Background: an optimization exercise with open tools, aiming at small area, a short achievable clock period and few clock cycles. Do not read the settings as production practice.
Only simulation tests tie the RTL to the original design; equivalence was not proved.
Power figures rest on the tool's default switching activity, not on a simulated workload.

--- design/flow/flow/run.sh ---
#!/bin/bash
set -e
export SETUP_SLACK_MARGIN=6.3
bash standard.sh MATCH_CELL_FOOTPRINT=0 "BUFFER_PORTS_ARGS=-buffer_cell sky130_fd_sc_hd__buf_2" finish > standard.log 2>&1
--- design/flow/constraint.sdc ---
create_clock -name core_clock -period 12.5 [get_ports {clk}]
set_input_delay 2.5000 -clock core_clock [delete_from_list [all_inputs] [get_ports {clk}]]
set_output_delay 2.5000 -clock core_clock [all_outputs]
set_load 0.01 [all_outputs]
--- design/flow/config.mk ---
export PLATFORM = sky130hd
export DESIGN_NAME = polder_lanes
export DESIGN_NICKNAME = polder_lanes
export VERILOG_FILES = /design/flow/design.v
export SDC_FILE = /design/flow/constraint.sdc
export NUM_CORES = 4
export LEC_CHECK = 0
export CAP_MARGIN = 20
export CORE_MARGIN = 2
export CORE_UTILIZATION = 55
export CTS_BUF_LIST = sky130_fd_sc_hd__clkbuf_8 sky130_fd_sc_hd__clkbuf_16
export CTS_CLUSTER_DIAMETER = 80
export CTS_CLUSTER_SIZE = 20
export PLACE_DENSITY = 0.58
export SLEW_MARGIN = 20
export SYNTH_HIERARCHICAL = 1
--- design/flow/standard.sh ---
#!/bin/bash
# synth_recipe.tcl (not shown) runs the flow's synth.tcl, then flattens the netlist and writes it again
# the make line also repeats each setting of config.mk as NAME=value (left out here)
make -C /OpenROAD-flow-scripts/flow DESIGN_CONFIG=/design/flow/config.mk WORK_HOME=/design/flow/orfs CLKGATE_MAP_FILE= SYNTH_SCRIPT=/design/flow/synth_recipe.tcl "${@:-finish}"
--- design/flow/design.v ---
module polder_lanes (
    input  wire         clk,
    input  wire         rst,           
    input  wire         in_valid,
    output wire         in_ready,
    input  wire         in_mode,       
    input  wire         in_last,       
    input  wire [31:0]  in_row,        
    input  wire [63:0]  in_col,        
    input  wire [1:0]   in_row_pres,
    input  wire [3:0]   in_col_pres,
    output wire         sh_valid,
    input  wire         sh_release,
    input  wire [2:0]   rd_lane,       
    output wire [33:0]  rd_re,
    output wire [33:0]  rd_im
);
    localparam ROWS = 2;
    localparam COLS = 4;
    localparam LANES = ROWS * COLS;
    function [15:0] unpack;   
        input [15:0] s;
        input        mode;
        begin
            if (mode)
                unpack = s;
            else
                unpack = {{4{s[3]}}, s[3:0], {4{s[7]}}, s[7:4]};
        end
    endfunction
    reg sh_full;    
    reg q_last;     
    reg clr;        
    reg ld;         
    reg clr2;       
    reg ld2;
    wire busy = sh_full | q_last | ld | ld2;
    assign in_ready = ~(in_last & busy);
    assign sh_valid = sh_full;
    wire fire = in_valid & in_ready & ~rst;
    reg [15:0] q_row [0:ROWS-1];
    reg [15:0] q_col [0:COLS-1];
    genvar r, c;
    generate
        for (r = 0; r < ROWS; r = r + 1) begin : g_in_row
            always @(posedge clk)
                q_row[r] <= (fire & in_row_pres[r]) ? unpack(in_row[16*r +: 16], in_mode) : 16'd0;
        end
        for (c = 0; c < COLS; c = c + 1) begin : g_in_col
            always @(posedge clk)
                q_col[c] <= in_col_pres[c] ? unpack(in_col[16*c +: 16], in_mode) : 16'd0;
        end
    endgenerate
    always @(posedge clk) begin
        if (rst) begin
            q_last  <= 1'b0;
            clr     <= 1'b1;
            ld      <= 1'b0;
            clr2    <= 1'b1;
            ld2     <= 1'b0;
            sh_full <= 1'b0;
        end else begin
            q_last <= fire & in_last;
            clr    <= q_last;
            ld     <= q_last;
            clr2   <= clr;
            ld2    <= ld;
            if (ld2)
                sh_full <= 1'b1;
            else if (sh_release)
                sh_full <= 1'b0;
        end
    end
    reg [16:0] nlo_re [0:LANES-1];    
    reg [16:0] nlo_im [0:LANES-1];
    reg [8:0]  mid_re [0:LANES-1];
    reg [8:0]  mid_im [0:LANES-1];
    reg [7:0]  top_re [0:LANES-1];
    reg [7:0]  top_im [0:LANES-1];
    reg        up_re  [0:LANES-1];    
    reg        dn_re  [0:LANES-1];
    reg        up_im  [0:LANES-1];
    reg        dn_im  [0:LANES-1];
    reg        tc_re  [0:LANES-1];    
    reg        td_re  [0:LANES-1];
    reg        tc_im  [0:LANES-1];
    reg        td_im  [0:LANES-1];
    reg [16:0] sh_nlo_re [0:LANES-1];  
    reg [16:0] sh_nlo_im [0:LANES-1];
    reg [16:0] sh_hi_re  [0:LANES-1];  
    reg [16:0] sh_hi_im  [0:LANES-1];
    generate
        for (r = 0; r < ROWS; r = r + 1) begin : g_row
            for (c = 0; c < COLS; c = c + 1) begin : g_col
                localparam L = r * COLS + c;
                wire [7:0] xr = q_row[r][7:0];
                wire [7:0] xi = q_row[r][15:8];
                wire [7:0] yr = q_col[c][7:0];
                wire [7:0] yi = q_col[c][15:8];
                wire [16:0] ns_re, ns_im;
                wire inc_re, dec_re, inc_im, dec_im;
                pl_mac_re u_re (.xr(xr), .xi(xi), .yr(yr), .yi(yi),
                                .nxr(~xr), .nxi(~xi), .nyr(~yr), .nyi(~yi),
                                .na(nlo_re[L] | {17{clr}}),
                                .ns(ns_re), .inc(inc_re), .dec(dec_re));
                pl_mac_im u_im (.xr(xr), .xi(xi), .yr(yr), .yi(yi),
                                .nxr(~xr), .nxi(~xi), .nyr(~yr), .nyi(~yi),
                                .na(nlo_im[L] | {17{clr}}),
                                .ns(ns_im), .inc(inc_im), .dec(dec_im));
                wire [8:0] mn_re, mn_im;
                wire [7:0] tn_re, tn_im;
                wire mc_re, mc_im;
                pl_mid u_mid_re (.h(mid_re[L]), .up(up_re[L]), .dn(dn_re[L]), .s(mn_re), .co(mc_re));
                pl_mid u_mid_im (.h(mid_im[L]), .up(up_im[L]), .dn(dn_im[L]), .s(mn_im), .co(mc_im));
                pl_top u_top_re (.h(top_re[L]), .ci(tc_re[L]), .dn(td_re[L]), .s(tn_re));
                pl_top u_top_im (.h(top_im[L]), .ci(tc_im[L]), .dn(td_im[L]), .s(tn_im));
                always @(posedge clk) begin
                    nlo_re[L] <= ns_re;
                    nlo_im[L] <= ns_im;
                    up_re[L]  <= inc_re;
                    dn_re[L]  <= dec_re;
                    up_im[L]  <= inc_im;
                    dn_im[L]  <= dec_im;
                    tc_re[L]  <= mc_re;
                    td_re[L]  <= dn_re[L];
                    tc_im[L]  <= mc_im;
                    td_im[L]  <= dn_im[L];
                    mid_re[L] <= clr ? 9'd0 : mn_re;
                    mid_im[L] <= clr ? 9'd0 : mn_im;
                    top_re[L] <= clr2 ? 8'd0 : tn_re;
                    top_im[L] <= clr2 ? 8'd0 : tn_im;
                    if (ld) begin
                        sh_nlo_re[L]      <= nlo_re[L];
                        sh_nlo_im[L]      <= nlo_im[L];
                        sh_hi_re[L][8:0]  <= mn_re;
                        sh_hi_im[L][8:0]  <= mn_im;
                    end
                    if (ld2) begin
                        sh_hi_re[L][16:9] <= tn_re;
                        sh_hi_im[L][16:9] <= tn_im;
                    end
                end
            end
        end
    endgenerate
    wire [7:0] rsel = 8'd1 << rd_lane;
    genvar k;
    generate
        for (k = 0; k < 17; k = k + 1) begin : g_rd
            pl_sel8n u_re_l (.d({sh_nlo_re[7][k], sh_nlo_re[6][k], sh_nlo_re[5][k], sh_nlo_re[4][k],
                                 sh_nlo_re[3][k], sh_nlo_re[2][k], sh_nlo_re[1][k], sh_nlo_re[0][k]}),
                             .s(rsel), .y(rd_re[k]));
            pl_sel8n u_im_l (.d({sh_nlo_im[7][k], sh_nlo_im[6][k], sh_nlo_im[5][k], sh_nlo_im[4][k],
                                 sh_nlo_im[3][k], sh_nlo_im[2][k], sh_nlo_im[1][k], sh_nlo_im[0][k]}),
                             .s(rsel), .y(rd_im[k]));
            pl_sel8 u_re_h (.d({sh_hi_re[7][k], sh_hi_re[6][k], sh_hi_re[5][k], sh_hi_re[4][k],
                                sh_hi_re[3][k], sh_hi_re[2][k], sh_hi_re[1][k], sh_hi_re[0][k]}),
                            .s(rsel), .y(rd_re[17 + k]));
            pl_sel8 u_im_h (.d({sh_hi_im[7][k], sh_hi_im[6][k], sh_hi_im[5][k], sh_hi_im[4][k],
                                sh_hi_im[3][k], sh_hi_im[2][k], sh_hi_im[1][k], sh_hi_im[0][k]}),
                            .s(rsel), .y(rd_im[17 + k]));
        end
    endgenerate
endmodule
module pl_mac_re (
    input  wire [7:0] xr, xi, yr, yi,
    input  wire [7:0] nxr, nxi, nyr, nyi,   
    input  wire [16:0] na,                   
    output wire [16:0] ns,
    output wire inc,
    output wire dec
);
    wire t1, t2;
    pl_ha u_t1 (.a(~(xr[0] & yr[5])), .b(~(xr[1] & yr[4])), .s(t1), .co(t2));
    wire t3, t4;
    pl_ha u_t3 (.a(~(xr[0] & yr[6])), .b(~(xr[1] & yr[5])), .s(t3), .co(t4));
    wire t5, t6;
    pl_fa u_t5 (.a(~(xr[2] & yr[4])), .b(~(xr[3] & yr[3])), .c(~(xr[4] & yr[2])), .s(t5), .co(t6));
    wire t7, t8;
    pl_ha u_t7 (.a(~(nxr[0] | nyr[7])), .b(~(xr[1] & yr[6])), .s(t7), .co(t8));
    wire t9, t10;
    pl_fa u_t9 (.a(~(xr[2] & yr[5])), .b(~(xr[3] & yr[4])), .c(~(xr[4] & yr[3])), .s(t9), .co(t10));
    wire t11, t12;
    pl_fa u_t11 (.a(~(xr[5] & yr[2])), .b(~(xr[6] & yr[1])), .c(~(nxr[7] | nyr[0])), .s(t11), .co(t12));
    wire t13, t14;
    pl_fa u_t13 (.a(~(nxi[0] | nyi[7])), .b(~(xi[1] & yi[6])), .c(1'b1), .s(t13), .co(t14));
    wire t15, t16;
    pl_ha u_t15 (.a(~(nxr[1] | nyr[7])), .b(~(xr[2] & yr[6])), .s(t15), .co(t16));
    wire t17, t18;
    pl_fa u_t17 (.a(~(xr[3] & yr[5])), .b(~(xr[4] & yr[4])), .c(~(xr[5] & yr[3])), .s(t17), .co(t18));
    wire t19, t20;
    pl_fa u_t19 (.a(~(xr[6] & yr[2])), .b(~(nxr[7] | nyr[1])), .c(~(nxi[1] | nyi[7])), .s(t19), .co(t20));
    wire t21, t22;
    pl_fa u_t21 (.a(~(xi[2] & yi[6])), .b(~(xi[3] & yi[5])), .c(1'b1), .s(t21), .co(t22));
    wire t23, t24;
    pl_fa u_t23 (.a(~(nxr[2] | nyr[7])), .b(~(xr[3] & yr[6])), .c(~(xr[4] & yr[5])), .s(t23), .co(t24));
    wire t25, t26;
    pl_fa u_t25 (.a(~(xr[5] & yr[4])), .b(~(xr[6] & yr[3])), .c(~(nxr[7] | nyr[2])), .s(t25), .co(t26));
    wire t27, t28;
    pl_ha u_t27 (.a(~(xr[0] & yr[3])), .b(~(xr[1] & yr[2])), .s(t27), .co(t28));
    wire t29, t30;
    pl_ha u_t29 (.a(~(xr[0] & yr[4])), .b(~(xr[1] & yr[3])), .s(t29), .co(t30));
    wire t31, t32;
    pl_fa u_t31 (.a(~(xr[2] & yr[2])), .b(~(xr[3] & yr[1])), .c(~(xr[4] & yr[0])), .s(t31), .co(t32));
    wire t33, t34;
    pl_fa u_t33 (.a(~(xr[2] & yr[3])), .b(~(xr[3] & yr[2])), .c(~(xr[4] & yr[1])), .s(t33), .co(t34));
    wire t35, t36;
    pl_fa u_t35 (.a(~(xr[5] & yr[0])), .b(~(xi[0] & yi[5])), .c(~(xi[1] & yi[4])), .s(t35), .co(t36));
    wire t37, t38;
    pl_fa u_t37 (.a(~(xi[2] & yi[3])), .b(~(xi[3] & yi[2])), .c(1'b1), .s(t37), .co(t38));
    wire t39, t40;
    pl_fa u_t39 (.a(~(xr[5] & yr[1])), .b(~(xr[6] & yr[0])), .c(~(xi[0] & yi[6])), .s(t39), .co(t40));
    wire t41, t42;
    pl_fa u_t41 (.a(~(xi[1] & yi[5])), .b(~(xi[2] & yi[4])), .c(~(xi[3] & yi[3])), .s(t41), .co(t42));
    wire t43, t44;
    pl_fa u_t43 (.a(~(xi[4] & yi[2])), .b(~(xi[5] & yi[1])), .c(~(xi[6] & yi[0])), .s(t43), .co(t44));
    wire t45, t46;
    pl_fa u_t45 (.a(na[6]), .b(t2), .c(1'b1), .s(t45), .co(t46));
    wire t47, t48;
    pl_fa u_t47 (.a(~(xi[2] & yi[5])), .b(~(xi[3] & yi[4])), .c(~(xi[4] & yi[3])), .s(t47), .co(t48));
    wire t49, t50;
    pl_fa u_t49 (.a(~(xi[5] & yi[2])), .b(~(xi[6] & yi[1])), .c(~(nxi[7] | nyi[0])), .s(t49), .co(t50));
    wire t51, t52;
    pl_fa u_t51 (.a(na[7]), .b(t4), .c(t6), .s(t51), .co(t52));
    wire t53, t54;
    pl_fa u_t53 (.a(t7), .b(t9), .c(t11), .s(t53), .co(t54));
    wire t55, t56;
    pl_fa u_t55 (.a(~(xi[4] & yi[4])), .b(~(xi[5] & yi[3])), .c(~(xi[6] & yi[2])), .s(t55), .co(t56));
    wire t57, t58;
    pl_fa u_t57 (.a(~(nxi[7] | nyi[1])), .b(na[8]), .c(t8), .s(t57), .co(t58));
    wire t59, t60;
    pl_fa u_t59 (.a(t10), .b(t12), .c(t14), .s(t59), .co(t60));
    wire t61, t62;
    pl_fa u_t61 (.a(t15), .b(t17), .c(t19), .s(t61), .co(t62));
    wire t63, t64;
    pl_fa u_t63 (.a(~(nxi[2] | nyi[7])), .b(~(xi[3] & yi[6])), .c(~(xi[4] & yi[5])), .s(t63), .co(t64));
    wire t65, t66;
    pl_fa u_t65 (.a(~(xi[5] & yi[4])), .b(~(xi[6] & yi[3])), .c(~(nxi[7] | nyi[2])), .s(t65), .co(t66));
    wire t67, t68;
    pl_fa u_t67 (.a(na[9]), .b(t16), .c(t18), .s(t67), .co(t68));
    wire t69, t70;
    pl_fa u_t69 (.a(t20), .b(t22), .c(t23), .s(t69), .co(t70));
    wire t71, t72;
    pl_fa u_t71 (.a(~(nxr[3] | nyr[7])), .b(~(xr[4] & yr[6])), .c(~(xr[5] & yr[5])), .s(t71), .co(t72));
    wire t73, t74;
    pl_fa u_t73 (.a(~(xr[6] & yr[4])), .b(~(nxr[7] | nyr[3])), .c(~(nxi[3] | nyi[7])), .s(t73), .co(t74));
    wire t75, t76;
    pl_fa u_t75 (.a(~(xi[4] & yi[6])), .b(~(xi[5] & yi[5])), .c(~(xi[6] & yi[4])), .s(t75), .co(t76));
    wire t77, t78;
    pl_fa u_t77 (.a(~(nxi[7] | nyi[3])), .b(na[10]), .c(t24), .s(t77), .co(t78));
    wire t79, t80;
    pl_fa u_t79 (.a(~(nxr[4] | nyr[7])), .b(~(xr[5] & yr[6])), .c(~(xr[6] & yr[5])), .s(t79), .co(t80));
    wire t81, t82;
    pl_fa u_t81 (.a(~(nxr[7] | nyr[4])), .b(~(nxi[4] | nyi[7])), .c(~(xi[5] & yi[6])), .s(t81), .co(t82));
    wire t83, t84;
    pl_ha u_t83 (.a(~(xr[0] & yr[2])), .b(~(xr[1] & yr[1])), .s(t83), .co(t84));
    wire t85, t86;
    pl_fa u_t85 (.a(~(xr[2] & yr[1])), .b(~(xr[3] & yr[0])), .c(~(xi[0] & yi[3])), .s(t85), .co(t86));
    wire t87, t88;
    pl_fa u_t87 (.a(~(xi[1] & yi[2])), .b(~(xi[2] & yi[1])), .c(1'b1), .s(t87), .co(t88));
    wire t89, t90;
    pl_fa u_t89 (.a(~(xi[0] & yi[4])), .b(~(xi[1] & yi[3])), .c(~(xi[2] & yi[2])), .s(t89), .co(t90));
    wire t91, t92;
    pl_fa u_t91 (.a(~(xi[3] & yi[1])), .b(~(xi[4] & yi[0])), .c(na[4]), .s(t91), .co(t92));
    wire t93, t94;
    pl_fa u_t93 (.a(t28), .b(t29), .c(1'b1), .s(t93), .co(t94));
    wire t95, t96;
    pl_fa u_t95 (.a(~(xi[4] & yi[1])), .b(~(xi[5] & yi[0])), .c(na[5]), .s(t95), .co(t96));
    wire t97, t98;
    pl_fa u_t97 (.a(t30), .b(t32), .c(t33), .s(t97), .co(t98));
    wire t99, t100;
    pl_fa u_t99 (.a(t35), .b(t37), .c(t1), .s(t99), .co(t100));
    wire t101, t102;
    pl_fa u_t101 (.a(t34), .b(t36), .c(t38), .s(t101), .co(t102));
    wire t103, t104;
    pl_fa u_t103 (.a(t39), .b(t41), .c(t43), .s(t103), .co(t104));
    wire t105, t106;
    pl_fa u_t105 (.a(t3), .b(t5), .c(t45), .s(t105), .co(t106));
    wire t107, t108;
    pl_fa u_t107 (.a(t40), .b(t42), .c(t44), .s(t107), .co(t108));
    wire t109, t110;
    pl_fa u_t109 (.a(t47), .b(t49), .c(t13), .s(t109), .co(t110));
    wire t111, t112;
    pl_fa u_t111 (.a(t46), .b(t51), .c(t53), .s(t111), .co(t112));
    wire t113, t114;
    pl_fa u_t113 (.a(t48), .b(t50), .c(t55), .s(t113), .co(t114));
    wire t115, t116;
    pl_fa u_t115 (.a(t21), .b(t52), .c(t54), .s(t115), .co(t116));
    wire t117, t118;
    pl_fa u_t117 (.a(t57), .b(t59), .c(t61), .s(t117), .co(t118));
    wire t119, t120;
    pl_fa u_t119 (.a(t56), .b(t63), .c(t65), .s(t119), .co(t120));
    wire t121, t122;
    pl_fa u_t121 (.a(t25), .b(t58), .c(t60), .s(t121), .co(t122));
    wire t123, t124;
    pl_fa u_t123 (.a(t62), .b(t67), .c(t69), .s(t123), .co(t124));
    wire t125, t126;
    pl_fa u_t125 (.a(t64), .b(t66), .c(t71), .s(t125), .co(t126));
    wire t127, t128;
    pl_fa u_t127 (.a(t73), .b(t75), .c(t26), .s(t127), .co(t128));
    wire t129, t130;
    pl_fa u_t129 (.a(t68), .b(t70), .c(t77), .s(t129), .co(t130));
    wire t131, t132;
    pl_fa u_t131 (.a(~(xi[6] & yi[5])), .b(~(nxi[7] | nyi[4])), .c(na[11]), .s(t131), .co(t132));
    wire t133, t134;
    pl_fa u_t133 (.a(t72), .b(t74), .c(t76), .s(t133), .co(t134));
    wire t135, t136;
    pl_fa u_t135 (.a(t79), .b(t81), .c(t78), .s(t135), .co(t136));
    wire t137, t138;
    pl_fa u_t137 (.a(~(nxr[5] | nyr[7])), .b(~(xr[6] & yr[6])), .c(~(nxr[7] | nyr[5])), .s(t137), .co(t138));
    wire t139, t140;
    pl_fa u_t139 (.a(~(nxi[5] | nyi[7])), .b(~(xi[6] & yi[6])), .c(~(nxi[7] | nyi[5])), .s(t139), .co(t140));
    wire t141, t142;
    pl_fa u_t141 (.a(na[12]), .b(t80), .c(t82), .s(t141), .co(t142));
    wire t143, t144;
    pl_fa u_t143 (.a(~(nxr[6] | nyr[7])), .b(~(nxr[7] | nyr[6])), .c(~(nxi[6] | nyi[7])), .s(t143), .co(t144));
    wire t145, t146;
    pl_ha u_t145 (.a(~(xr[0] & yr[1])), .b(~(xr[1] & yr[0])), .s(t145), .co(t146));
    wire t147, t148;
    pl_fa u_t147 (.a(~(xr[2] & yr[0])), .b(~(xi[0] & yi[2])), .c(~(xi[1] & yi[1])), .s(t147), .co(t148));
    wire t149, t150;
    pl_fa u_t149 (.a(~(xi[2] & yi[0])), .b(na[2]), .c(1'b1), .s(t149), .co(t150));
    wire t151, t152;
    pl_fa u_t151 (.a(~(xi[3] & yi[0])), .b(na[3]), .c(t84), .s(t151), .co(t152));
    wire t153, t154;
    pl_fa u_t153 (.a(t85), .b(t87), .c(t27), .s(t153), .co(t154));
    wire t155, t156;
    pl_fa u_t155 (.a(t86), .b(t88), .c(t89), .s(t155), .co(t156));
    wire t157, t158;
    pl_fa u_t157 (.a(t91), .b(t31), .c(t93), .s(t157), .co(t158));
    wire t159, t160;
    pl_fa u_t159 (.a(t90), .b(t92), .c(t95), .s(t159), .co(t160));
    wire t161, t162;
    pl_fa u_t161 (.a(t94), .b(t97), .c(t99), .s(t161), .co(t162));
    wire t163, t164;
    pl_fa u_t163 (.a(t96), .b(t98), .c(t100), .s(t163), .co(t164));
    wire t165, t166;
    pl_fa u_t165 (.a(t101), .b(t103), .c(t105), .s(t165), .co(t166));
    wire t167, t168;
    pl_fa u_t167 (.a(t102), .b(t104), .c(t107), .s(t167), .co(t168));
    wire t169, t170;
    pl_fa u_t169 (.a(t109), .b(t106), .c(t111), .s(t169), .co(t170));
    wire t171, t172;
    pl_fa u_t171 (.a(t108), .b(t110), .c(t113), .s(t171), .co(t172));
    wire t173, t174;
    pl_fa u_t173 (.a(t112), .b(t115), .c(t117), .s(t173), .co(t174));
    wire t175, t176;
    pl_fa u_t175 (.a(t114), .b(t119), .c(t116), .s(t175), .co(t176));
    wire t177, t178;
    pl_fa u_t177 (.a(t118), .b(t121), .c(t123), .s(t177), .co(t178));
    wire t179, t180;
    pl_fa u_t179 (.a(t120), .b(t125), .c(t127), .s(t179), .co(t180));
    wire t181, t182;
    pl_fa u_t181 (.a(t122), .b(t124), .c(t129), .s(t181), .co(t182));
    wire t183, t184;
    pl_fa u_t183 (.a(t131), .b(t126), .c(t128), .s(t183), .co(t184));
    wire t185, t186;
    pl_fa u_t185 (.a(t133), .b(t130), .c(t135), .s(t185), .co(t186));
    wire t187, t188;
    pl_fa u_t187 (.a(t132), .b(t137), .c(t139), .s(t187), .co(t188));
    wire t189, t190;
    pl_fa u_t189 (.a(t134), .b(t141), .c(t136), .s(t189), .co(t190));
    wire t191, t192;
    pl_fa u_t191 (.a(~(nxi[7] | nyi[6])), .b(na[13]), .c(t138), .s(t191), .co(t192));
    wire t193, t194;
    pl_fa u_t193 (.a(t140), .b(t143), .c(t142), .s(t193), .co(t194));
    wire t195, t196;
    pl_fa u_t195 (.a(~(xr[7] & yr[7])), .b(~(xi[7] & yi[7])), .c(na[14]), .s(t195), .co(t196));
    wire t197, t198;
    pl_ha u_t197 (.a(~(xr[0] & yr[0])), .b(~(xi[0] & yi[0])), .s(t197), .co(t198));
    wire t199, t200;
    pl_fa u_t199 (.a(~(xi[0] & yi[1])), .b(~(xi[1] & yi[0])), .c(na[1]), .s(t199), .co(t200));
    wire t201, t202;
    pl_fa u_t201 (.a(t146), .b(t147), .c(t149), .s(t201), .co(t202));
    wire t203, t204;
    pl_fa u_t203 (.a(t148), .b(t150), .c(t151), .s(t203), .co(t204));
    wire t205, t206;
    pl_fa u_t205 (.a(t152), .b(t154), .c(t155), .s(t205), .co(t206));
    wire t207, t208;
    pl_fa u_t207 (.a(t156), .b(t159), .c(t158), .s(t207), .co(t208));
    wire t209, t210;
    pl_fa u_t209 (.a(t160), .b(t162), .c(t163), .s(t209), .co(t210));
    wire t211, t212;
    pl_fa u_t211 (.a(t164), .b(t167), .c(t166), .s(t211), .co(t212));
    wire t213, t214;
    pl_fa u_t213 (.a(t168), .b(t171), .c(t170), .s(t213), .co(t214));
    wire t215, t216;
    pl_fa u_t215 (.a(t172), .b(t174), .c(t175), .s(t215), .co(t216));
    wire t217, t218;
    pl_fa u_t217 (.a(t179), .b(t176), .c(t178), .s(t217), .co(t218));
    wire t219, t220;
    pl_fa u_t219 (.a(t180), .b(t183), .c(t182), .s(t219), .co(t220));
    wire t221, t222;
    pl_fa u_t221 (.a(t187), .b(t184), .c(t186), .s(t221), .co(t222));
    wire t223, t224;
    pl_fa u_t223 (.a(t188), .b(t191), .c(t193), .s(t223), .co(t224));
    wire t225, t226;
    pl_fa u_t225 (.a(t195), .b(t144), .c(t192), .s(t225), .co(t226));
    wire t227, t228;
    pl_fa u_t227 (.a(t198), .b(t199), .c(1'b1), .s(t227), .co(t228));
    wire t229, t230;
    pl_fa u_t229 (.a(t200), .b(t83), .c(t201), .s(t229), .co(t230));
    wire t231, t232;
    pl_fa u_t231 (.a(t202), .b(t153), .c(t203), .s(t231), .co(t232));
    wire t233, t234;
    pl_fa u_t233 (.a(t204), .b(t205), .c(t157), .s(t233), .co(t234));
    wire t235, t236;
    pl_fa u_t235 (.a(t206), .b(t161), .c(t207), .s(t235), .co(t236));
    wire t237, t238;
    pl_fa u_t237 (.a(t208), .b(t209), .c(t165), .s(t237), .co(t238));
    wire t239, t240;
    pl_fa u_t239 (.a(t210), .b(t169), .c(t211), .s(t239), .co(t240));
    wire t241, t242;
    pl_fa u_t241 (.a(t173), .b(t212), .c(t213), .s(t241), .co(t242));
    wire t243, t244;
    pl_fa u_t243 (.a(t177), .b(t214), .c(t215), .s(t243), .co(t244));
    wire t245, t246;
    pl_fa u_t245 (.a(t181), .b(t216), .c(t217), .s(t245), .co(t246));
    wire t247, t248;
    pl_fa u_t247 (.a(t185), .b(t218), .c(t219), .s(t247), .co(t248));
    wire t249, t250;
    pl_fa u_t249 (.a(t189), .b(t220), .c(t221), .s(t249), .co(t250));
    wire t251, t252;
    pl_fa u_t251 (.a(t223), .b(t190), .c(t222), .s(t251), .co(t252));
    wire t253, t254;
    pl_fa u_t253 (.a(t225), .b(t194), .c(t224), .s(t253), .co(t254));
    wire t255, t256;
    pl_fa u_t255 (.a(na[15]), .b(t196), .c(t226), .s(t255), .co(t256));
    wire t257 = ~na[16];
    wire t258 = na[16];
    wire [16:0] nra = {t256, t254, t252, t250, t248, t246, t244, t242, t240, t238, t236, t234, t232, t230, t228, t227, na[0]};
    wire [16:0] nrb = {t257, t255, t253, t251, t249, t247, t245, t243, t241, t239, t237, t235, t233, t231, t229, t145, t197};
    wire [17:0] t;
    wire [5:0] k;
    assign k[0] = 1'b0;
    pl_ha u_cpa0 (.a(nra[0]), .b(nrb[0]), .s(t[0]), .co(k[1]));
    pl_fa u_cpa1 (.a(nra[1]), .b(nrb[1]), .c(k[1]), .s(t[1]), .co(k[2]));
    pl_fa u_cpa2 (.a(nra[2]), .b(nrb[2]), .c(k[2]), .s(t[2]), .co(k[3]));
    pl_fa u_cpa3 (.a(nra[3]), .b(nrb[3]), .c(k[3]), .s(t[3]), .co(k[4]));
    pl_fa u_cpa4 (.a(nra[4]), .b(nrb[4]), .c(k[4]), .s(t[4]), .co(k[5]));
    assign t[17:5] = {1'b0, nra[16:5]} + {1'b0, nrb[16:5]} + k[5];
    assign ns = t[16:0];
    assign inc = ~(t[17] | t258);
    assign dec = t[17] & t258;
endmodule
module pl_mac_im (
    input  wire [7:0] xr, xi, yr, yi,
    input  wire [7:0] nxr, nxi, nyr, nyi,   
    input  wire [16:0] na,                   
    output wire [16:0] ns,
    output wire inc,
    output wire dec
);
    wire t1, t2;
    pl_ha u_t1 (.a(~(xi[0] & yr[5])), .b(~(xi[1] & yr[4])), .s(t1), .co(t2));
    wire t3, t4;
    pl_ha u_t3 (.a(~(xi[0] & yr[6])), .b(~(xi[1] & yr[5])), .s(t3), .co(t4));
    wire t5, t6;
    pl_fa u_t5 (.a(~(xi[2] & yr[4])), .b(~(xi[3] & yr[3])), .c(~(xi[4] & yr[2])), .s(t5), .co(t6));
    wire t7, t8;
    pl_ha u_t7 (.a(~(nxi[0] | nyr[7])), .b(~(xi[1] & yr[6])), .s(t7), .co(t8));
    wire t9, t10;
    pl_fa u_t9 (.a(~(xi[2] & yr[5])), .b(~(xi[3] & yr[4])), .c(~(xi[4] & yr[3])), .s(t9), .co(t10));
    wire t11, t12;
    pl_fa u_t11 (.a(~(xi[5] & yr[2])), .b(~(xi[6] & yr[1])), .c(~(nxi[7] | nyr[0])), .s(t11), .co(t12));
    wire t13, t14;
    pl_fa u_t13 (.a(~(xr[0] & yi[7])), .b(~(nxr[1] | nyi[6])), .c(1'b1), .s(t13), .co(t14));
    wire t15, t16;
    pl_ha u_t15 (.a(~(nxi[1] | nyr[7])), .b(~(xi[2] & yr[6])), .s(t15), .co(t16));
    wire t17, t18;
    pl_fa u_t17 (.a(~(xi[3] & yr[5])), .b(~(xi[4] & yr[4])), .c(~(xi[5] & yr[3])), .s(t17), .co(t18));
    wire t19, t20;
    pl_fa u_t19 (.a(~(xi[6] & yr[2])), .b(~(nxi[7] | nyr[1])), .c(~(xr[1] & yi[7])), .s(t19), .co(t20));
    wire t21, t22;
    pl_fa u_t21 (.a(~(nxr[2] | nyi[6])), .b(~(nxr[3] | nyi[5])), .c(1'b1), .s(t21), .co(t22));
    wire t23, t24;
    pl_fa u_t23 (.a(~(nxi[2] | nyr[7])), .b(~(xi[3] & yr[6])), .c(~(xi[4] & yr[5])), .s(t23), .co(t24));
    wire t25, t26;
    pl_fa u_t25 (.a(~(xi[5] & yr[4])), .b(~(xi[6] & yr[3])), .c(~(nxi[7] | nyr[2])), .s(t25), .co(t26));
    wire t27, t28;
    pl_ha u_t27 (.a(~(xi[0] & yr[3])), .b(~(xi[1] & yr[2])), .s(t27), .co(t28));
    wire t29, t30;
    pl_ha u_t29 (.a(~(xi[0] & yr[4])), .b(~(xi[1] & yr[3])), .s(t29), .co(t30));
    wire t31, t32;
    pl_fa u_t31 (.a(~(xi[2] & yr[2])), .b(~(xi[3] & yr[1])), .c(~(xi[4] & yr[0])), .s(t31), .co(t32));
    wire t33, t34;
    pl_fa u_t33 (.a(~(xi[2] & yr[3])), .b(~(xi[3] & yr[2])), .c(~(xi[4] & yr[1])), .s(t33), .co(t34));
    wire t35, t36;
    pl_fa u_t35 (.a(~(xi[5] & yr[0])), .b(~(nxr[0] | nyi[5])), .c(~(nxr[1] | nyi[4])), .s(t35), .co(t36));
    wire t37, t38;
    pl_fa u_t37 (.a(~(nxr[2] | nyi[3])), .b(~(nxr[3] | nyi[2])), .c(1'b1), .s(t37), .co(t38));
    wire t39, t40;
    pl_fa u_t39 (.a(~(xi[5] & yr[1])), .b(~(xi[6] & yr[0])), .c(~(nxr[0] | nyi[6])), .s(t39), .co(t40));
    wire t41, t42;
    pl_fa u_t41 (.a(~(nxr[1] | nyi[5])), .b(~(nxr[2] | nyi[4])), .c(~(nxr[3] | nyi[3])), .s(t41), .co(t42));
    wire t43, t44;
    pl_fa u_t43 (.a(~(nxr[4] | nyi[2])), .b(~(nxr[5] | nyi[1])), .c(~(nxr[6] | nyi[0])), .s(t43), .co(t44));
    wire t45, t46;
    pl_fa u_t45 (.a(na[6]), .b(t2), .c(1'b1), .s(t45), .co(t46));
    wire t47, t48;
    pl_fa u_t47 (.a(~(nxr[2] | nyi[5])), .b(~(nxr[3] | nyi[4])), .c(~(nxr[4] | nyi[3])), .s(t47), .co(t48));
    wire t49, t50;
    pl_fa u_t49 (.a(~(nxr[5] | nyi[2])), .b(~(nxr[6] | nyi[1])), .c(~(xr[7] & yi[0])), .s(t49), .co(t50));
    wire t51, t52;
    pl_fa u_t51 (.a(na[7]), .b(t4), .c(t6), .s(t51), .co(t52));
    wire t53, t54;
    pl_fa u_t53 (.a(t7), .b(t9), .c(t11), .s(t53), .co(t54));
    wire t55, t56;
    pl_fa u_t55 (.a(~(nxr[4] | nyi[4])), .b(~(nxr[5] | nyi[3])), .c(~(nxr[6] | nyi[2])), .s(t55), .co(t56));
    wire t57, t58;
    pl_fa u_t57 (.a(~(xr[7] & yi[1])), .b(na[8]), .c(t8), .s(t57), .co(t58));
    wire t59, t60;
    pl_fa u_t59 (.a(t10), .b(t12), .c(t14), .s(t59), .co(t60));
    wire t61, t62;
    pl_fa u_t61 (.a(t15), .b(t17), .c(t19), .s(t61), .co(t62));
    wire t63, t64;
    pl_fa u_t63 (.a(~(xr[2] & yi[7])), .b(~(nxr[3] | nyi[6])), .c(~(nxr[4] | nyi[5])), .s(t63), .co(t64));
    wire t65, t66;
    pl_fa u_t65 (.a(~(nxr[5] | nyi[4])), .b(~(nxr[6] | nyi[3])), .c(~(xr[7] & yi[2])), .s(t65), .co(t66));
    wire t67, t68;
    pl_fa u_t67 (.a(na[9]), .b(t16), .c(t18), .s(t67), .co(t68));
    wire t69, t70;
    pl_fa u_t69 (.a(t20), .b(t22), .c(t23), .s(t69), .co(t70));
    wire t71, t72;
    pl_fa u_t71 (.a(~(nxi[3] | nyr[7])), .b(~(xi[4] & yr[6])), .c(~(xi[5] & yr[5])), .s(t71), .co(t72));
    wire t73, t74;
    pl_fa u_t73 (.a(~(xi[6] & yr[4])), .b(~(nxi[7] | nyr[3])), .c(~(xr[3] & yi[7])), .s(t73), .co(t74));
    wire t75, t76;
    pl_fa u_t75 (.a(~(nxr[4] | nyi[6])), .b(~(nxr[5] | nyi[5])), .c(~(nxr[6] | nyi[4])), .s(t75), .co(t76));
    wire t77, t78;
    pl_fa u_t77 (.a(~(xr[7] & yi[3])), .b(na[10]), .c(t24), .s(t77), .co(t78));
    wire t79, t80;
    pl_fa u_t79 (.a(~(nxi[4] | nyr[7])), .b(~(xi[5] & yr[6])), .c(~(xi[6] & yr[5])), .s(t79), .co(t80));
    wire t81, t82;
    pl_fa u_t81 (.a(~(nxi[7] | nyr[4])), .b(~(xr[4] & yi[7])), .c(~(nxr[5] | nyi[6])), .s(t81), .co(t82));
    wire t83, t84;
    pl_ha u_t83 (.a(~(xi[0] & yr[2])), .b(~(xi[1] & yr[1])), .s(t83), .co(t84));
    wire t85, t86;
    pl_fa u_t85 (.a(~(xi[2] & yr[1])), .b(~(xi[3] & yr[0])), .c(~(nxr[0] | nyi[3])), .s(t85), .co(t86));
    wire t87, t88;
    pl_fa u_t87 (.a(~(nxr[1] | nyi[2])), .b(~(nxr[2] | nyi[1])), .c(1'b1), .s(t87), .co(t88));
    wire t89, t90;
    pl_fa u_t89 (.a(~(nxr[0] | nyi[4])), .b(~(nxr[1] | nyi[3])), .c(~(nxr[2] | nyi[2])), .s(t89), .co(t90));
    wire t91, t92;
    pl_fa u_t91 (.a(~(nxr[3] | nyi[1])), .b(~(nxr[4] | nyi[0])), .c(na[4]), .s(t91), .co(t92));
    wire t93, t94;
    pl_fa u_t93 (.a(t28), .b(t29), .c(1'b1), .s(t93), .co(t94));
    wire t95, t96;
    pl_fa u_t95 (.a(~(nxr[4] | nyi[1])), .b(~(nxr[5] | nyi[0])), .c(na[5]), .s(t95), .co(t96));
    wire t97, t98;
    pl_fa u_t97 (.a(t30), .b(t32), .c(t33), .s(t97), .co(t98));
    wire t99, t100;
    pl_fa u_t99 (.a(t35), .b(t37), .c(t1), .s(t99), .co(t100));
    wire t101, t102;
    pl_fa u_t101 (.a(t34), .b(t36), .c(t38), .s(t101), .co(t102));
    wire t103, t104;
    pl_fa u_t103 (.a(t39), .b(t41), .c(t43), .s(t103), .co(t104));
    wire t105, t106;
    pl_fa u_t105 (.a(t3), .b(t5), .c(t45), .s(t105), .co(t106));
    wire t107, t108;
    pl_fa u_t107 (.a(t40), .b(t42), .c(t44), .s(t107), .co(t108));
    wire t109, t110;
    pl_fa u_t109 (.a(t47), .b(t49), .c(t13), .s(t109), .co(t110));
    wire t111, t112;
    pl_fa u_t111 (.a(t46), .b(t51), .c(t53), .s(t111), .co(t112));
    wire t113, t114;
    pl_fa u_t113 (.a(t48), .b(t50), .c(t55), .s(t113), .co(t114));
    wire t115, t116;
    pl_fa u_t115 (.a(t21), .b(t52), .c(t54), .s(t115), .co(t116));
    wire t117, t118;
    pl_fa u_t117 (.a(t57), .b(t59), .c(t61), .s(t117), .co(t118));
    wire t119, t120;
    pl_fa u_t119 (.a(t56), .b(t63), .c(t65), .s(t119), .co(t120));
    wire t121, t122;
    pl_fa u_t121 (.a(t25), .b(t58), .c(t60), .s(t121), .co(t122));
    wire t123, t124;
    pl_fa u_t123 (.a(t62), .b(t67), .c(t69), .s(t123), .co(t124));
    wire t125, t126;
    pl_fa u_t125 (.a(t64), .b(t66), .c(t71), .s(t125), .co(t126));
    wire t127, t128;
    pl_fa u_t127 (.a(t73), .b(t75), .c(t26), .s(t127), .co(t128));
    wire t129, t130;
    pl_fa u_t129 (.a(t68), .b(t70), .c(t77), .s(t129), .co(t130));
    wire t131, t132;
    pl_fa u_t131 (.a(~(nxr[6] | nyi[5])), .b(~(xr[7] & yi[4])), .c(na[11]), .s(t131), .co(t132));
    wire t133, t134;
    pl_fa u_t133 (.a(t72), .b(t74), .c(t76), .s(t133), .co(t134));
    wire t135, t136;
    pl_fa u_t135 (.a(t79), .b(t81), .c(t78), .s(t135), .co(t136));
    wire t137, t138;
    pl_fa u_t137 (.a(~(nxi[5] | nyr[7])), .b(~(xi[6] & yr[6])), .c(~(nxi[7] | nyr[5])), .s(t137), .co(t138));
    wire t139, t140;
    pl_fa u_t139 (.a(~(xr[5] & yi[7])), .b(~(nxr[6] | nyi[6])), .c(~(xr[7] & yi[5])), .s(t139), .co(t140));
    wire t141, t142;
    pl_fa u_t141 (.a(na[12]), .b(t80), .c(t82), .s(t141), .co(t142));
    wire t143, t144;
    pl_fa u_t143 (.a(~(nxi[6] | nyr[7])), .b(~(nxi[7] | nyr[6])), .c(~(xr[6] & yi[7])), .s(t143), .co(t144));
    wire t145, t146;
    pl_ha u_t145 (.a(~(xi[0] & yr[1])), .b(~(xi[1] & yr[0])), .s(t145), .co(t146));
    wire t147, t148;
    pl_fa u_t147 (.a(~(xi[2] & yr[0])), .b(~(nxr[0] | nyi[2])), .c(~(nxr[1] | nyi[1])), .s(t147), .co(t148));
    wire t149, t150;
    pl_fa u_t149 (.a(~(nxr[2] | nyi[0])), .b(na[2]), .c(1'b1), .s(t149), .co(t150));
    wire t151, t152;
    pl_fa u_t151 (.a(~(nxr[3] | nyi[0])), .b(na[3]), .c(t84), .s(t151), .co(t152));
    wire t153, t154;
    pl_fa u_t153 (.a(t85), .b(t87), .c(t27), .s(t153), .co(t154));
    wire t155, t156;
    pl_fa u_t155 (.a(t86), .b(t88), .c(t89), .s(t155), .co(t156));
    wire t157, t158;
    pl_fa u_t157 (.a(t91), .b(t31), .c(t93), .s(t157), .co(t158));
    wire t159, t160;
    pl_fa u_t159 (.a(t90), .b(t92), .c(t95), .s(t159), .co(t160));
    wire t161, t162;
    pl_fa u_t161 (.a(t94), .b(t97), .c(t99), .s(t161), .co(t162));
    wire t163, t164;
    pl_fa u_t163 (.a(t96), .b(t98), .c(t100), .s(t163), .co(t164));
    wire t165, t166;
    pl_fa u_t165 (.a(t101), .b(t103), .c(t105), .s(t165), .co(t166));
    wire t167, t168;
    pl_fa u_t167 (.a(t102), .b(t104), .c(t107), .s(t167), .co(t168));
    wire t169, t170;
    pl_fa u_t169 (.a(t109), .b(t106), .c(t111), .s(t169), .co(t170));
    wire t171, t172;
    pl_fa u_t171 (.a(t108), .b(t110), .c(t113), .s(t171), .co(t172));
    wire t173, t174;
    pl_fa u_t173 (.a(t112), .b(t115), .c(t117), .s(t173), .co(t174));
    wire t175, t176;
    pl_fa u_t175 (.a(t114), .b(t119), .c(t116), .s(t175), .co(t176));
    wire t177, t178;
    pl_fa u_t177 (.a(t118), .b(t121), .c(t123), .s(t177), .co(t178));
    wire t179, t180;
    pl_fa u_t179 (.a(t120), .b(t125), .c(t127), .s(t179), .co(t180));
    wire t181, t182;
    pl_fa u_t181 (.a(t122), .b(t124), .c(t129), .s(t181), .co(t182));
    wire t183, t184;
    pl_fa u_t183 (.a(t131), .b(t126), .c(t128), .s(t183), .co(t184));
    wire t185, t186;
    pl_fa u_t185 (.a(t133), .b(t130), .c(t135), .s(t185), .co(t186));
    wire t187, t188;
    pl_fa u_t187 (.a(t132), .b(t137), .c(t139), .s(t187), .co(t188));
    wire t189, t190;
    pl_fa u_t189 (.a(t134), .b(t141), .c(t136), .s(t189), .co(t190));
    wire t191, t192;
    pl_fa u_t191 (.a(~(xr[7] & yi[6])), .b(na[13]), .c(t138), .s(t191), .co(t192));
    wire t193, t194;
    pl_fa u_t193 (.a(t140), .b(t143), .c(t142), .s(t193), .co(t194));
    wire t195, t196;
    pl_fa u_t195 (.a(~(xi[7] & yr[7])), .b(~(nxr[7] | nyi[7])), .c(na[14]), .s(t195), .co(t196));
    wire t197, t198;
    pl_fa u_t197 (.a(~(nxr[0] | nyi[1])), .b(~(nxr[1] | nyi[0])), .c(1'b1), .s(t197), .co(t198));
    wire t199, t200;
    pl_fa u_t199 (.a(t146), .b(t147), .c(t149), .s(t199), .co(t200));
    wire t201, t202;
    pl_fa u_t201 (.a(t148), .b(t150), .c(t151), .s(t201), .co(t202));
    wire t203, t204;
    pl_fa u_t203 (.a(t152), .b(t154), .c(t155), .s(t203), .co(t204));
    wire t205, t206;
    pl_fa u_t205 (.a(t156), .b(t159), .c(t158), .s(t205), .co(t206));
    wire t207, t208;
    pl_fa u_t207 (.a(t160), .b(t162), .c(t163), .s(t207), .co(t208));
    wire t209, t210;
    pl_fa u_t209 (.a(t164), .b(t167), .c(t166), .s(t209), .co(t210));
    wire t211, t212;
    pl_fa u_t211 (.a(t168), .b(t171), .c(t170), .s(t211), .co(t212));
    wire t213, t214;
    pl_fa u_t213 (.a(t172), .b(t174), .c(t175), .s(t213), .co(t214));
    wire t215, t216;
    pl_fa u_t215 (.a(t179), .b(t176), .c(t178), .s(t215), .co(t216));
    wire t217, t218;
    pl_fa u_t217 (.a(t180), .b(t183), .c(t182), .s(t217), .co(t218));
    wire t219, t220;
    pl_fa u_t219 (.a(t187), .b(t184), .c(t186), .s(t219), .co(t220));
    wire t221, t222;
    pl_fa u_t221 (.a(t188), .b(t191), .c(t193), .s(t221), .co(t222));
    wire t223, t224;
    pl_fa u_t223 (.a(t195), .b(t144), .c(t192), .s(t223), .co(t224));
    wire t225, t226;
    pl_fa u_t225 (.a(~(xi[0] & yr[0])), .b(~(nxr[0] | nyi[0])), .c(1'b1), .s(t225), .co(t226));
    wire t227, t228;
    pl_fa u_t227 (.a(na[1]), .b(t197), .c(t145), .s(t227), .co(t228));
    wire t229, t230;
    pl_fa u_t229 (.a(t198), .b(t83), .c(t199), .s(t229), .co(t230));
    wire t231, t232;
    pl_fa u_t231 (.a(t200), .b(t153), .c(t201), .s(t231), .co(t232));
    wire t233, t234;
    pl_fa u_t233 (.a(t202), .b(t203), .c(t157), .s(t233), .co(t234));
    wire t235, t236;
    pl_fa u_t235 (.a(t204), .b(t161), .c(t205), .s(t235), .co(t236));
    wire t237, t238;
    pl_fa u_t237 (.a(t206), .b(t207), .c(t165), .s(t237), .co(t238));
    wire t239, t240;
    pl_fa u_t239 (.a(t208), .b(t169), .c(t209), .s(t239), .co(t240));
    wire t241, t242;
    pl_fa u_t241 (.a(t173), .b(t210), .c(t211), .s(t241), .co(t242));
    wire t243, t244;
    pl_fa u_t243 (.a(t177), .b(t212), .c(t213), .s(t243), .co(t244));
    wire t245, t246;
    pl_fa u_t245 (.a(t181), .b(t214), .c(t215), .s(t245), .co(t246));
    wire t247, t248;
    pl_fa u_t247 (.a(t185), .b(t216), .c(t217), .s(t247), .co(t248));
    wire t249, t250;
    pl_fa u_t249 (.a(t189), .b(t218), .c(t219), .s(t249), .co(t250));
    wire t251, t252;
    pl_fa u_t251 (.a(t221), .b(t190), .c(t220), .s(t251), .co(t252));
    wire t253, t254;
    pl_fa u_t253 (.a(t223), .b(t194), .c(t222), .s(t253), .co(t254));
    wire t255, t256;
    pl_fa u_t255 (.a(na[15]), .b(t196), .c(t224), .s(t255), .co(t256));
    wire t257 = ~na[16];
    wire t258 = na[16];
    wire [16:0] nra = {t256, t254, t252, t250, t248, t246, t244, t242, t240, t238, t236, t234, t232, t230, t228, t226, t225};
    wire [16:0] nrb = {t257, t255, t253, t251, t249, t247, t245, t243, t241, t239, t237, t235, t233, t231, t229, t227, na[0]};
    wire [17:0] t;
    wire [5:0] k;
    assign k[0] = 1'b0;
    pl_ha u_cpa0 (.a(nra[0]), .b(nrb[0]), .s(t[0]), .co(k[1]));
    pl_fa u_cpa1 (.a(nra[1]), .b(nrb[1]), .c(k[1]), .s(t[1]), .co(k[2]));
    pl_fa u_cpa2 (.a(nra[2]), .b(nrb[2]), .c(k[2]), .s(t[2]), .co(k[3]));
    pl_fa u_cpa3 (.a(nra[3]), .b(nrb[3]), .c(k[3]), .s(t[3]), .co(k[4]));
    pl_fa u_cpa4 (.a(nra[4]), .b(nrb[4]), .c(k[4]), .s(t[4]), .co(k[5]));
    assign t[17:5] = {1'b0, nra[16:5]} + {1'b0, nrb[16:5]} + k[5];
    assign ns = t[16:0];
    assign inc = ~(t[17] | t258);
    assign dec = t[17] & t258;
endmodule
module pl_fa (input wire a, input wire b, input wire c, output wire s, output wire co);
    assign s = a ^ b ^ c;
    assign co = (a & b) | (a & c) | (b & c);
endmodule
module pl_ha (input wire a, input wire b, output wire s, output wire co);
    assign s = a ^ b;
    assign co = a & b;
endmodule
module pl_mid (input wire [8:0] h, input wire up, input wire dn, output wire [8:0] s, output wire co);
    wire [9:1] k;
    pl_ha u_0 (.a(h[0]), .b(up | dn), .s(s[0]), .co(k[1]));
    genvar i;
    generate
        for (i = 1; i < 9; i = i + 1) begin : g
            pl_fa u (.a(h[i]), .b(dn), .c(k[i]), .s(s[i]), .co(k[i + 1]));
        end
    endgenerate
    assign co = k[9];
endmodule
module pl_top (input wire [7:0] h, input wire ci, input wire dn, output wire [7:0] s);
    wire [8:0] k;
    assign k[0] = ci;
    genvar i;
    generate
        for (i = 0; i < 8; i = i + 1) begin : g
            pl_fa u (.a(h[i]), .b(dn), .c(k[i]), .s(s[i]), .co(k[i + 1]));
        end
    endgenerate
endmodule
module pl_sel8 (input wire [7:0] d, input wire [7:0] s, output wire y);
    assign y = |(d & s);
endmodule
module pl_sel8n (input wire [7:0] d, input wire [7:0] s, output wire y);
    assign y = ~|(d & s);
endmodule
==> run_results.csv <==
group,metric,value,unit
worst_setup_path,setup.worst_path.end_class,"output port",
sta,setup-tns-final,0,ns
place,port-buffer-count,180,
detailed_routing,drc_errors,0,
grt,grt_util_all_layers,0.397,
detailed_routing,antenna_left,0,
final_layout,multiInputGateArea,72600,um^2
grt,overflow,0,
logic_synthesis,synth_flop_cell,"dfxtp_1",
final_layout,layout-area-overhead-vs-synth,12.1,%
place,finalWeightedCongestion,0.976,
die,core-area,187000,um^2
worst_setup_path,startpoint,"rd_lane[0]",
cts,worstSkewPairLatency,0.79,ns
grt,wire_length_of_the_first_global_routing_pass,538,mm
cts,cts.path.max_buffers,3,
logic_synthesis,mappedNetlistArea,103000,um^2
detailed_routing,drt_iter0_drc,6938,
cts,tritoncts,"yes",
worst_setup_path,timing.critical_path.buf_inv,5,
logic_synthesis,number_of_synthesized_flops_with_an_enable_pin,544,
worst_setup_path,rr_startpoint,"q_row[0][5]",
worst_setup_path,critical_path.slowest_cell,"nor3b_4",
worst_setup_path,ff2ff_setup_slack,6.45,ns
outcome,outcome,"no timing/DRC/antenna violations",
sta,ratio_of_final_minimum_period_to_clock_period,0.519,
detailed_routing,vias_per_cell,6.17,
worst_setup_path,path_max_fanout,6,
logic_synthesis,synth_top_cell_by_area,"fa_1",
die,die-area,191000,um^2
worst_setup_path,critical_path.cell_chain,"buf_16 > nor3b_4 > buf_12 > clkbuf_16 > buf_16 > a22oi_2 > and4_1 > buf_2",
detailed_routing,dr_total_vias,71300,
logic_synthesis,synth_largest_type_area_fraction,0.439,
sta,final-max-slew-violation-count,0,
grt,largest_net_degree_at_the_start_of_global_routing,170,
worst_setup_path,setup.worst_path.start_class,"input port",
pwr,power_density,237,nW/um^2
final_layout,sequential_cell_area,30600,um^2
sta,max_slew_margin,0.236,
cts,h-tree-depth,3,
die,die_h,437,um
logic_synthesis,synth_seq_cells,1254,
sta,final_hold_viol_count,0,
worst_setup_path,worstPathRequired,10.00,ns
min_path,worstHoldPathCells,0,
cts,cts_root_buffer,"clkbuf_16",
grt,first_global_vias,76800,
die,floorplan.initialDensity,0.552,
final_layout,fin_cells,11600,
logic_synthesis,synth.top_cells.by_area,"fa_1, edfxtp_1, dfxtp_1, nand2_1, ha_1",
detailed_routing,totalWireLength,371,mm
worst_setup_path,cpLargestDelayFamily,"buffers and inverters",
worst_setup_path,cp_num_cells,8,
logic_synthesis,count_of_distinct_cell_types_in_the_synthesized_netlist,60,
detailed_routing,firstDrtPassIters,6,
logic_synthesis,yosys_warnings,47,
worst_setup_path,endpoint_of_the_most_critical_setup_path,"rd_re[0]",
run,max-cap-violations,0,
logic_synthesis,proportion_of_synthesized_chip_area_in_sequential_cells,0.296,
sta,worst-slew-pin-transition,1.15,ns
die,row_count,159,
final_layout,finalNetCount,11700,
pwr,vdd_drop_max,0.000203,V
final_layout,drive_above_1_share,0.140,
cts,numClockSinks,1254,
min_path,timing.hold.worst.class,"flop to flop",
worst_setup_path,critPathKind,"input port to output port",
final_layout,postLayoutCoreUtil,0.619,
place,dp.cells,11200,
worst_setup_path,reg2reg_depth,15,
cts,cts_hold_repair.buffers,0,
die,die-width,437,um
detailed_routing,routed_wire_length_per_instance,32.1,um
pwr,leakagePower,40.7,nW
logic_synthesis,async_reset_ff_frac,0,
worst_setup_path,timing.rr.end,"up_im[2]",
final_layout,fill_cells,14800,
grt,antenna_found_initial,17,
logic_synthesis,post_synth.cell_area_avg,12.4,um^2
sta,setup-violations-final,0,
logic_synthesis,netlist_instances,8325,
die,boundaryPins,181,
sta,timing.clock.skew,0.0369,ns
sta,fmax,0.154,GHz
place,dp.final_hpwl,256,mm
worst_setup_path,critPathMostFrequentCell,"buf_16",
cts,numCtsBuffers,107,
worst_setup_path,critical-path-max-stage-delay,0.33,ns
cts,cts.reportedPaths.clkPinSlew,0.08,ns
sta,layout_min_cycle_time,6.48,ns
worst_setup_path,crit_arrival,3.98,ns
sta,grt_setup_unrepaired,"true",
[placed cells by master, fill, tap and decap left out, types with 54 or more instances in the layout]
master / count
nand2_1: 1421
ha_1: 344
buf_6: 63
xnor2_1: 72
dfxtp_1: 670
a21oi_1: 113
edfxtp_1: 544
nand3_1: 56
a22oi_1: 186
nand4_1: 74
or2_2: 282
conb_1: 136
a22oi_2: 86
fa_1: 2264
mux2i_1: 54
inv_1: 196
nor3_1: 99
buf_2: 146
nor2b_1: 306
nor2_1: 802
clkbuf_16: 138
buf_4: 194
[worst register-to-register path, delay by kind of cell (launching register included)]
family	cells	cell delay, ns
flops	1	0.64
simple gates	2	0.33
fa+ha+maj	6	2.76
buf+inv	3	1.30
compound gates	4	0.91
[kinds of logic after synthesis]
| family | after synthesis | synth area share |
|---|---|---|
| fa+ha+maj | 2608 | 0.480 |
| simple gates | 3256 | 0.144 |
| xor+xnor | 112 | 0.00950 |
| flops | 1254 | 0.296 |
| other cells | 16 | 0.000581 |
| compound gates | 734 | 0.0537 |
| buf+inv | 291 | 0.0113 |
| mux | 54 | 0.00523 |
[cell type report]
class	count	share of cell area
inverter	186	0.00641
clock buffer	111	0.0239
tap	2495	0.0270
sequential	1254	0.265
timing repair buffer	491	0.0416
antenna	22	0.000475
clock inverter	93	0.00890
multi-input combinational	6903	0.627
[synthesized netlist by cell type, types with 10 or more instances]
| master | n |
|---|---|
| a21o_1 | 32 |
| dfxtp_1 | 710 |
| a21oi_1 | 113 |
| a21boi_0 | 36 |
| nor3_1 | 101 |
| xor2_1 | 40 |
| nand2_1 | 1422 |
| nand4_1 | 74 |
| fa_1 | 2264 |
| mux2i_1 | 54 |
| a21o_2 | 16 |
| ha_1 | 344 |
| nand2b_1 | 24 |
| nor2_1 | 804 |
| or2_1 | 16 |
| a21oi_2 | 32 |
| nand3_1 | 56 |
| o21ai_1 | 32 |
| or2_2 | 282 |
| a22oi_1 | 272 |
| and4_1 | 42 |
| nor3b_1 | 11 |
| clkbuf_1 | 69 |
| a211oi_2 | 32 |
| and2_1 | 20 |
| and3_1 | 25 |
| inv_1 | 186 |
| conb_1 | 16 |
| a31oi_1 | 24 |
| xnor2_1 | 72 |
| nand3b_1 | 10 |
| o31ai_1 | 16 |
| nor2b_1 | 306 |
| buf_2 | 32 |
| nand4b_1 | 10 |
| o21a_1 | 24 |
| nor4_1 | 16 |
| edfxtp_1 | 544 |
[Yosys stat by module, one instance, submodules excluded, a selection]
module        cells inside  flops+latches
pl_mac_re              212              0
pl_ha                    1              0
pl_sel8                  5              0
pl_fa                    1              0
polder_lanes          2193           1254
pl_sel8n                 5              0
pl_mid                   1              0
pl_mac_im              210              0
[state kept, by name, summed over array words and instances (netlist names), 8 cells and up]
name / flops
mid_re: 72
sh_hi_re: 136
td_im: 8
up_re: 8
tc_re: 8
sh_nlo_re: 136
q_col: 64
mid_im: 72
nlo_im: 136
q_row: 32
td_re: 8
tc_im: 8
sh_nlo_im: 136
dn_re: 8
dn_im: 8
sh_hi_im: 136
up_im: 8
top_im: 64
top_re: 64
nlo_re: 136
[power breakdown]
part	internal, mW	leakage [nW]	switching (mW)	total [mW]
Combinational	7.29	27.9	9.50	16.8
Clock	1.76	1.95	1.94	3.70
Sequential	5.93	10.9	0.995	6.92
[how the worst min path moves through the flow]
| stage | to | startpoint |
|---|---|---|
| floorplan | sh_nlo_im[0][0] | nlo_im[0][0] |
| global placement | sh_nlo_re[5][1] | nlo_re[5][1] |
| detailed placement | sh_nlo_im[6][1] | nlo_im[6][1] |
| CTS | sh_nlo_re[5][1] | nlo_re[5][1] |
| global route | sh_nlo_re[6][16] | nlo_re[6][16] |
| finish | sh_nlo_re[7][2] | nlo_re[7][2] |
[per-layer routing]
layer | track usage | routed length, um | up-vias
met5 | 0 | 80 | -
met4 | 0.267 | 31600 | 12
met2 | 0.575 | 158000 | 4281
met3 | 0.117 | 42400 | 891
li1 | - | - | 28700
met1 | 0.519 | 138000 | 37400
[through the flow]
stage	power, mW	cell area, um^2	hold WS (ns)	worst slack (ns)
2_1_floorplan	18.9	104000	0.400	5.73
3_3_place_gp	23.0	109000	0.404	5.08
3_5_place_dp	23.3	109000	0.406	5.03
4_1_cts	27.2	115000	0.416	6.10
5_1_grt	29.6	116000	0.430	6.00
6_report	27.4	116000	0.411	6.02
[what timing repair did]
action                     in CTS  in global routing
setup endpoints to repair     192                151
gates cloned                   36                  7
resized for setup             272                 73
pin swaps                      30                 33
buffers inserted               50                 27
Testbench counts, summed over its fixed seeds: cycles 9,418.

==> separate check: timing with driven ports <==
The flow's constraints put no driver on any port. The routed layout listed below was extracted and timed again, unchanged, in two steps. Step 1: set_driving_cell puts a clkbuf_16 on clk and a buf_2 on each other input, an assumption about the parent block. Step 2, shift: input delay + t, output delay - t, t = (earliest + latest rising clock arrival at the registers) / 2. This alone moves slack from input paths to output paths. Slacks: ideal / step 1 / step 2; pairs: ideal / step 1.
t (ns): 0.865
slack for setup (ns): 6.018 / 5.905 / 5.905
worst hold slack (ns): 0.411 / 0.411 / 0.411
slew at the worst register clock pin (ns): 0.09 / 0.09
After both steps setup and hold are still met in this run. The setup slack of this run moves by -0.113 ns with the drivers and by -0.113 ns with both steps.
